Context: an optimization exercise on an open-source flow, tuned for small area, a short achievable clock period and few clock cycles per item. The choices shown serve that exercise and are no tape-out recipe. RTL that was checked went through simulation tests only; none was proved equivalent to the original. No driver is modelled on the clock port, so clocking that relies on it looks cheaper here than on a real chip. No activity file was given, so power comes from the tool's default toggle rates.

Design bfp_compress, start of the top module:
module bfp_compress (
    input  wire        clk,
    input  wire        rst,          
    input  wire        in_valid,
    output wire        in_ready,
    input  wire [1:0]  in_fmt,       
    input  wire [23:0] in_i,
    input  wire [23:0] in_q,
    output wire        out_valid,
    input  wire        out_ready,
    output wire [7:0]  out_data,
    output wire        out_last
);
    localparam integer N = 12;       
    localparam [1:0] ST_IDLE = 2'd0, ST_A = 2'd1, ST_B = 2'd2;
    reg        rdy_r;
    reg [1:0]  st;
    reg [23:0] r0_i, r0_q;
    reg [1:0]  fmt_in;
    reg [3:0]  icnt;
    reg        r0_first, r0_last;
    reg [3:0]  s_cur;
    reg        sat_i, sat_q;
    wire take = in_valid & rdy_r;
    function [15:0] nofit;
        input [23:0] x;
        input [4:0]  b;
        integer s, j;
        reg w, o, a, xb;
        begin
            nofit = 16'd0;
            for (s = 0; s <= 15; s = s + 1) begin
                w = 1'b1; o = 1'b0; a = 1'b1; xb = 1'b0;
                for (j = 0; j <= 22; j = j + 1) begin
                    if (s == 0) begin
                        if (j >= b - 1) begin
                            o = o | x[j];
                            a = a & x[j];
                        end
                    end else begin
                        if (j >= s - 1 && j <= b + s - 2)
                            w = w & x[j];
                        if (j >= b - 1 + s)
                            o = o | x[j];
                        if (j >= b + s)
                            a = a & x[j];
                        if (j == b - 1 + s)
                            xb = x[j];
                    end
                end
                if (b - 1 + s == 23)
                    xb = x[23];
  ...
Size in the first run: about 1,900 cells after synthesis, about 550 flip-flops.
==> flow/config.mk <==
export PLATFORM = sky130hd
export DESIGN_NAME = bfp_compress
export DESIGN_NICKNAME = bfp_compress
export VERILOG_FILES = /design/flow/design.v
export SDC_FILE = /design/flow/constraint.sdc
export NUM_CORES = 4
export LEC_CHECK = 0
export CAP_MARGIN = 20
export CORE_MARGIN = 2
export CORE_UTILIZATION = 40
export SLEW_MARGIN = 20
==> flow/constraint.sdc <==
create_clock -name core_clock -period 12.5 [get_ports {clk}]
set_input_delay 2.5000 -clock core_clock [delete_from_list [all_inputs] [get_ports {clk}]]
set_output_delay 2.5000 -clock core_clock [all_outputs]
set_load 0.01 [all_outputs]
standard.sh (not shown) runs the stock make flow with config.mk's settings and CLKGATE_MAP_FILE= SYNTH_SCRIPT=/design/flow/synth_recipe.tcl, a recipe that flattens the netlist after the stock synthesis.
==> flow/flow/run.sh <==
#!/bin/bash
set -euo pipefail
export BUFFER_PORTS_ARGS="-buffer_cell sky130_fd_sc_hd__buf_4"
export CTS_ARGS="-sink_clustering_enable -repair_clock_nets -dont_use_dummy_load"
bash standard.sh > make_finish.log 2>&1
Rerun with:
==> flow/flow/run.sh (replaced) <==
#!/bin/bash
# Standard ORFS layout, with the port buffers made of buf_4 cells instead of
# the resizer's default choice. All tool output goes to make_finish.log.
set -euo pipefail
export BUFFER_PORTS_ARGS="-buffer_cell sky130_fd_sc_hd__buf_4"
bash standard.sh > make_finish.log 2>&1
The changed run passed the timing, design-rule and antenna checks.
Die area is unchanged.
Maximum frequency is about the same.
Global-route usage rose by 0.11 points.
Utilization rose by 0.78 points.
Wire length increases slightly.
Clock power went up by about a fifth.
Worst setup slack got worse by 0.0056 ns.
Non-clock buffer count stays the same.
Register-to-register slack improves by 0.04 ns.
No run of this note included a check of the RTL's function; only the layout flow was run.

* * *

Setup of alpha:
bfp_compress, a different RTL version from the one above (not shown whole).
Size: roughly 65 I/O pins, about 24000 um^2 of cells after synthesis.
==> flow/config.mk <==
export PLATFORM = sky130hd
export DESIGN_NAME = bfp_compress
export DESIGN_NICKNAME = bfp_compress
export VERILOG_FILES = /design/flow/design.v
export SDC_FILE = /design/flow/constraint.sdc
export NUM_CORES = 4
export LEC_CHECK = 0
export CAP_MARGIN = 20
export CORE_MARGIN = 2
export CORE_UTILIZATION = 70
export PLACE_DENSITY = 0.8
export SLEW_MARGIN = 20
==> flow/constraint.sdc <==
create_clock -name core_clock -period 12.5 [get_ports {clk}]
set_input_delay 2.5000 -clock core_clock [delete_from_list [all_inputs] [get_ports {clk}]]
set_output_delay 2.5000 -clock core_clock [all_outputs]
set_load 0.01 [all_outputs]
==> flow/flow/run.sh <==
#!/bin/bash
# Standard ORFS layout (bash standard.sh) with these changes:
#  - port buffers are buf_1 cells (the timing repair upsizes the ones on
#    critical paths) instead of the resizer's default choice
#  - clock tree without dummy loads, with larger sink clusters
#  - repair_timing aims at a setup slack of 9.0 ns
# make's output goes to make_finish.log; ORFS keeps per-step logs under orfs/logs.
set -euo pipefail
export BUFFER_PORTS_ARGS="-buffer_cell sky130_fd_sc_hd__buf_1"
export CTS_ARGS="-sink_clustering_enable -repair_clock_nets -dont_use_dummy_load -sink_clustering_size 25 -sink_clustering_max_diameter 100 -buf_list {sky130_fd_sc_hd__clkbuf_8 sky130_fd_sc_hd__clkbuf_16}"
export SETUP_SLACK_MARGIN=9.0
bash standard.sh > make_finish.log 2>&1
Testbench counts of alpha, summed over its fixed seeds: cycles 17,443, blocks 480.
What beta does differently from alpha at the input level:
# alpha
export LEC_CHECK = 0
export CAP_MARGIN = 20
export CORE_MARGIN = 2
export CORE_UTILIZATION = 70
export PLACE_DENSITY = 0.8
export SLEW_MARGIN = 20
create_clock -name core_clock -period 12.5 [get_ports {clk}]
# beta
export LEC_CHECK = 0
export CAP_MARGIN = 20
export CORE_MARGIN = 2
export CORE_UTILIZATION = 60
export PLACE_DENSITY = 0.7
export SLEW_MARGIN = 20
create_clock -name core_clock -period 12.5 [get_ports {clk}]
Notes after the runs:
- First-iteration DRC count, alpha and beta: smaller value in beta
- Of the two values seen for startpoint of the most critical setup path, od[3]$_DFFE_PP_ was produced by beta and od[7]$_DFFE_PP_ by alpha.
- The count of placed standard cells including taps number comes out higher for beta vs alpha.
- beta vs alpha: number of buffers added by the clock tree synthesis step up by a few percent
- On required time at the worst-slack endpoint, alpha and beta are neck and neck.
- alpha -> beta: wire length on met1 increased slightly

* * *

Another version of the RTL of bfp_compress (not shown whole).
Size: ~23000 um^2 of cells after synthesis.
==> flow/config.mk <==
export PLATFORM = sky130hd
export DESIGN_NAME = bfp_compress
export DESIGN_NICKNAME = bfp_compress
export VERILOG_FILES = /design/flow/design.v
export SDC_FILE = /design/flow/constraint.sdc
export NUM_CORES = 4
export LEC_CHECK = 0
export CAP_MARGIN = 20
export CORE_MARGIN = 2
export CORE_UTILIZATION = 60
export PLACE_DENSITY = 0.7
export SLEW_MARGIN = 20
==> flow/constraint.sdc <==
create_clock -name core_clock -period 12.5 [get_ports {clk}]
set_input_delay 2.5000 -clock core_clock [delete_from_list [all_inputs] [get_ports {clk}]]
set_output_delay 2.5000 -clock core_clock [all_outputs]
set_load 0.01 [all_outputs]
==> flow/flow/run.sh <==
#!/bin/bash
# Standard ORFS layout (bash standard.sh) with these changes:
#  - port buffers are buf_1 cells (the timing repair upsizes the ones on
#    critical paths) instead of the resizer's default choice
#  - clock tree without dummy loads, with larger sink clusters
#  - repair_timing aims at a setup slack of 8.93 ns
# make's output goes to make_finish.log; ORFS keeps per-step logs under orfs/logs.
set -euo pipefail
export BUFFER_PORTS_ARGS="-buffer_cell sky130_fd_sc_hd__buf_1"
export CTS_ARGS="-sink_clustering_enable -repair_clock_nets -dont_use_dummy_load -sink_clustering_size 25 -sink_clustering_max_diameter 100 -buf_list {sky130_fd_sc_hd__clkbuf_8 sky130_fd_sc_hd__clkbuf_16}"
export SETUP_SLACK_MARGIN=8.93
bash standard.sh > make_finish.log 2>&1
Testbench counts at the start, summed over its fixed seeds: cycles 17,443, blocks 480.
Then changed:
==> flow/flow/run.sh (replaced) <==
#!/bin/bash
# Standard ORFS layout (bash standard.sh) with these changes:
#  - port buffers are buf_1 cells (the timing repair upsizes the ones on
#    critical paths) instead of the resizer's default choice
#  - clock tree without dummy loads, with larger sink clusters
#  - repair_timing aims at a setup slack of 8.88 ns
# make's output goes to make_finish.log; ORFS keeps per-step logs under orfs/logs.
set -euo pipefail
export BUFFER_PORTS_ARGS="-buffer_cell sky130_fd_sc_hd__buf_1"
export CTS_ARGS="-sink_clustering_enable -repair_clock_nets -dont_use_dummy_load -sink_clustering_size 25 -sink_clustering_max_diameter 100 -buf_list {sky130_fd_sc_hd__clkbuf_8 sky130_fd_sc_hd__clkbuf_16}"
export SETUP_SLACK_MARGIN=8.88
bash standard.sh > make_finish.log 2>&1
The changed run finished with timing, DRC and antenna clean.
Synthesized cell count is unchanged.
Via count is higher by 0.46%.
Clock-buffer cell count is unchanged.
First-iteration DRC count is lower by 1.2%.
Core utilization stays flat.
Routed wire length is higher by 1.3%.
Setup slack loses 0.029 ns.
Combinational power stays flat.
Then changed:
==> flow/flow/run.sh (replaced) <==
#!/bin/bash
# Standard ORFS layout (bash standard.sh) with these changes:
#  - port buffers are buf_1 cells (the timing repair upsizes the ones on
#    critical paths) instead of the resizer's default choice
#  - clock tree without dummy loads, with larger sink clusters
#  - repair_timing aims at a setup slack of 8.93 ns
# make's output goes to make_finish.log; ORFS keeps per-step logs under orfs/logs.
set -euo pipefail
export BUFFER_PORTS_ARGS="-buffer_cell sky130_fd_sc_hd__buf_1"
export CTS_ARGS="-sink_clustering_enable -repair_clock_nets -dont_use_dummy_load -sink_clustering_size 25 -sink_clustering_max_diameter 100 -buf_list {sky130_fd_sc_hd__clkbuf_8 sky130_fd_sc_hd__clkbuf_16}"
export SETUP_SLACK_MARGIN=8.93
bash standard.sh > make_finish.log 2>&1
CORE_UTILIZATION = 52   (was 60)
PLACE_DENSITY = 0.65   (was 0.7)
The new run finished clean.
Power stays flat.
Count of clock-buffer cells in the layout is unchanged.
Worst setup slack gains 0.019 ns.
Synthesized area stays the same.
Cell count went up by 3.8%.
Via count goes down by 1.2%.
Design area grows by about 0.8%.
Die area came out higher by about 15%.
Combinational power increases by about 3%.
Sequential cell count stays the same.
Critical path depth stays the same.
Then changed:
--- a/flow/flow/run.sh
+++ b/flow/flow/run.sh
@@ -4,4 +4,5 @@
 #    critical paths) instead of the resizer's default choice
 #  - clock tree without dummy loads, with larger sink clusters
+#  - output port buffers set to buf_8 after clock tree synthesis (flow/post_cts.tcl)
 #  - repair_timing aims at a setup slack of 8.93 ns
 # make's output goes to make_finish.log; ORFS keeps per-step logs under orfs/logs.
@@ -10,3 +11,4 @@
 export CTS_ARGS="-sink_clustering_enable -repair_clock_nets -dont_use_dummy_load -sink_clustering_size 25 -sink_clustering_max_diameter 100 -buf_list {sky130_fd_sc_hd__clkbuf_8 sky130_fd_sc_hd__clkbuf_16}"
 export SETUP_SLACK_MARGIN=8.93
+export POST_CTS_TCL="$PWD/flow/post_cts.tcl"
 bash standard.sh > make_finish.log 2>&1
==> flow/flow/post_cts.tcl (new file) <==
# Resize the buffer of each output port to buf_8 (same footprint), then
# re-legalize the placement.
foreach port [get_ports -filter "direction == output"] {
  set net [get_nets -of_objects $port]
  foreach pin [get_pins -of_objects $net -filter "direction == output"] {
    set inst [get_cells -of_objects $pin]
    set cell [get_property [get_lib_cells -of_objects $inst] name]
    if {[string match "sky130_fd_sc_hd__*buf_*" $cell]} {
      puts "output buffer [get_full_name $inst] $cell -> sky130_fd_sc_hd__buf_8"
      replace_cell $inst sky130_fd_sc_hd__buf_8
    }
  }
}
detailed_placement
check_placement -verbose
CORE_UTILIZATION = 60   (was 52)
PLACE_DENSITY = 0.7   (was 0.65)
After rerunning:
- This time the run died in clock tree synthesis (4_1_cts)
- synthesized area is unchanged
- synthesized cell count stays the same
Then changed:
--- a/flow/flow/run.sh
+++ b/flow/flow/run.sh
@@ -4,5 +4,4 @@
 #    critical paths) instead of the resizer's default choice
 #  - clock tree without dummy loads, with larger sink clusters
-#  - output port buffers set to buf_8 after clock tree synthesis (flow/post_cts.tcl)
 #  - repair_timing aims at a setup slack of 8.93 ns
 # make's output goes to make_finish.log; ORFS keeps per-step logs under orfs/logs.
@@ -11,4 +10,3 @@
 export CTS_ARGS="-sink_clustering_enable -repair_clock_nets -dont_use_dummy_load -sink_clustering_size 25 -sink_clustering_max_diameter 100 -buf_list {sky130_fd_sc_hd__clkbuf_8 sky130_fd_sc_hd__clkbuf_16}"
 export SETUP_SLACK_MARGIN=8.93
-export POST_CTS_TCL="$PWD/flow/post_cts.tcl"
 bash standard.sh > make_finish.log 2>&1
CORE_UTILIZATION = 70   (was 60)
PLACE_DENSITY = 0.8   (was 0.7)
removed: flow/flow/post_cts.tcl
Outcome: With this change the flow completed without violations. Synthesized cell count is unchanged. Area after synthesis is unchanged.

* * *

the reference run:
bfp_compress, a different RTL version from the one above (not shown whole).
Size: roughly 1900 cells after synthesis, ~500 flip-flops, roughly 65 I/O pins, ~23000 µm² of cells after synthesis.
## bfp_compress
module bfp_compress (
    input  wire        clk,
    input  wire        rst,          
    input  wire        in_valid,
    output wire        in_ready,
    input  wire [1:0]  in_fmt,       
    input  wire [23:0] in_i,
    input  wire [23:0] in_q,
    output wire        out_valid,
    input  wire        out_ready,
    output wire [7:0]  out_data,
    output wire        out_last
);
export LEC_CHECK = 0
export CAP_MARGIN = 0
export CORE_MARGIN = 2
export CORE_UTILIZATION = 60
export PLACE_DENSITY = 0.7
export SLEW_MARGIN = 0
create_clock -name core_clock -period 12.5 [get_ports {clk}]
==> flow/flow/run.sh <==
#!/bin/bash
# Standard ORFS layout (bash standard.sh) with these changes:
#  - port buffers are buf_1 cells (the timing repair upsizes the ones on
#    critical paths) instead of the resizer's default choice
#  - clock tree without dummy loads, with larger sink clusters
#  - repair_timing aims at a setup slack of 8.93 ns
# make's output goes to make_finish.log; ORFS keeps per-step logs under orfs/logs.
set -euo pipefail
export BUFFER_PORTS_ARGS="-buffer_cell sky130_fd_sc_hd__buf_1"
export CTS_ARGS="-sink_clustering_enable -repair_clock_nets -dont_use_dummy_load -sink_clustering_size 25 -sink_clustering_max_diameter 100 -buf_list {sky130_fd_sc_hd__clkbuf_8 sky130_fd_sc_hd__clkbuf_16}"
export SETUP_SLACK_MARGIN=8.93
bash standard.sh > make_finish.log 2>&1
Testbench counts of the reference run, summed over its fixed seeds: cycles 17,443, blocks 480.
> inputs changed (the reference run -> the trial run)
- changing CORE_UTILIZATION from 60 to 70
- changing PLACE_DENSITY from 0.7 to 0.8
- changing CAP_MARGIN from 0 to 20
- changing SLEW_MARGIN from 0 to 20
==> flow/flow/run.sh <==
#!/bin/bash
# Standard ORFS layout (bash standard.sh) with these changes:
#  - port buffers are buf_1 cells (the timing repair upsizes the ones on
#    critical paths) instead of the resizer's default choice
#  - clock tree without dummy loads, with larger sink clusters
#  - repair_timing aims at a setup slack of 9.0 ns
# make's output goes to make_finish.log; ORFS keeps per-step logs under orfs/logs.
set -euo pipefail
export BUFFER_PORTS_ARGS="-buffer_cell sky130_fd_sc_hd__buf_1"
export CTS_ARGS="-sink_clustering_enable -repair_clock_nets -dont_use_dummy_load -sink_clustering_size 25 -sink_clustering_max_diameter 100 -buf_list {sky130_fd_sc_hd__clkbuf_8 sky130_fd_sc_hd__clkbuf_16}"
export SETUP_SLACK_MARGIN=9.0
bash standard.sh > make_finish.log 2>&1
### Flow results
Delta (the trial run minus the reference run): share of power burned in combinational logic increased by 0.6 points relative to the old numbers, routed wire length rose about 20%, internal power component moved up.
Total non-filler cell area in the finished layout: the reference run vs the trial run — no meaningful difference

* * *

the previous run:
RTL: one of the versions met above, not the one the previous note started from.
For scale: about 550 flip-flops, ~0.025 mm² of cells after synthesis.
==> flow/config.mk <==
export PLATFORM = sky130hd
export DESIGN_NAME = bfp_compress
export DESIGN_NICKNAME = bfp_compress
export VERILOG_FILES = /design/flow/design.v
export SDC_FILE = /design/flow/constraint.sdc
export NUM_CORES = 4
export LEC_CHECK = 0
export CAP_MARGIN = 20
export CORE_MARGIN = 2
export CORE_UTILIZATION = 40
export SLEW_MARGIN = 20
==> flow/constraint.sdc <==
create_clock -name core_clock -period 12.5 [get_ports {clk}]
set_input_delay 2.5000 -clock core_clock [delete_from_list [all_inputs] [get_ports {clk}]]
set_output_delay 2.5000 -clock core_clock [all_outputs]
set_load 0.01 [all_outputs]
==> flow/flow/run.sh <==
#!/bin/bash
set -euo pipefail
export BUFFER_PORTS_ARGS="-buffer_cell sky130_fd_sc_hd__buf_4"
export CTS_ARGS="-sink_clustering_enable -repair_clock_nets -dont_use_dummy_load -sink_clustering_size 25 -sink_clustering_max_diameter 100 -buf_list {sky130_fd_sc_hd__clkbuf_8 sky130_fd_sc_hd__clkbuf_16}"
bash standard.sh > make_finish.log 2>&1
The previous run did not stop at any stage, and its layout met the timing, design-rule and antenna checks.
[inputs] the current run vs the previous run
==> flow/run.sh (new file) <==
#!/bin/bash
# synth_recipe.tcl (not shown) runs the flow's synth.tcl, then flattens the netlist and writes it again
# the make line also repeats each setting of config.mk as NAME=value (left out here)
make -C /OpenROAD-flow-scripts/flow DESIGN_CONFIG=/design/flow/config.mk WORK_HOME=/design/flow/orfs CLKGATE_MAP_FILE= SYNTH_SCRIPT=/design/flow/synth_recipe.tcl finish
removed: flow/flow/run.sh
removed: flow/standard.sh
### Flow results
- On the current run: clock skew is 0.065 ns lower than what the previous run gave.
- Per the comparison of the current run with the previous run, fraction of area in clock buffers and inverters climbed 4.1 points, global-route usage climbed 0.72 points, utilization after layout climbed 2.2 points, number of fill cells dropped 2.2%, proportion of cell area occupied by multi-input gates dropped 1.4 points.
Function was not checked in any run of this note: the RTL went through the layout flow alone.

-- port drivers added, routing unchanged --
In the flow no input, the clock included, has a driving cell. The finished layouts below were timed again as built, in two steps.
Step 1 sets driving cells, clkbuf_16 on the clock port and buf_2 on the other inputs (assumed; they add their load-dependent delay and slew).
Step 2, shift: input delay + t, output delay - t, t = (earliest + latest rising clock arrival at the registers) / 2. This alone moves slack from input paths to output paths.
Slacks: ideal ports / drivers / drivers and shift; pairs: ideal ports / drivers.
run	t (ns)	setup WS [ns]	worst hold slack (ns)
the first run of note 1	0.645	8.709 / 8.649 / 8.470	0.367 / 0.367 / 0.367
the second run of note 1	0.670	8.703 / 8.644 / 8.443	0.393 / 0.393 / 0.393
alpha	0.605	8.915 / 8.861 / 8.632	0.385 / 0.385 / 0.385
beta	0.612	8.922 / 8.864 / 8.731	0.375 / 0.375 / 0.375
the first run of note 3	0.593	8.955 / 8.898 / 8.524	0.378 / 0.378 / 0.378
the second run of note 3	0.607	8.926 / 8.866 / 8.603	0.395 / 0.395 / 0.395
the third run of note 3	0.603	8.945 / 8.884 / 8.608	0.395 / 0.395 / 0.395
the fifth run of note 3	0.595	8.956 / 8.905 / 8.653	0.372 / 0.372 / 0.372
the reference run	0.590	8.956 / 8.896 / 8.521	0.382 / 0.382 / 0.382
the trial run	0.605	8.947 / 8.892 / 8.483	0.390 / 0.390 / 0.390
the previous run	0.618	8.719 / 8.662 / 8.467	0.375 / 0.375 / 0.375
the current run	0.673	8.400 / 8.340 / 8.167	0.407 / 0.407 / 0.407
After both steps every run listed still meets setup and hold. The setup slack of the trial run, which loses most, moves by -0.055 ns with the drivers and by -0.464 ns with both steps.
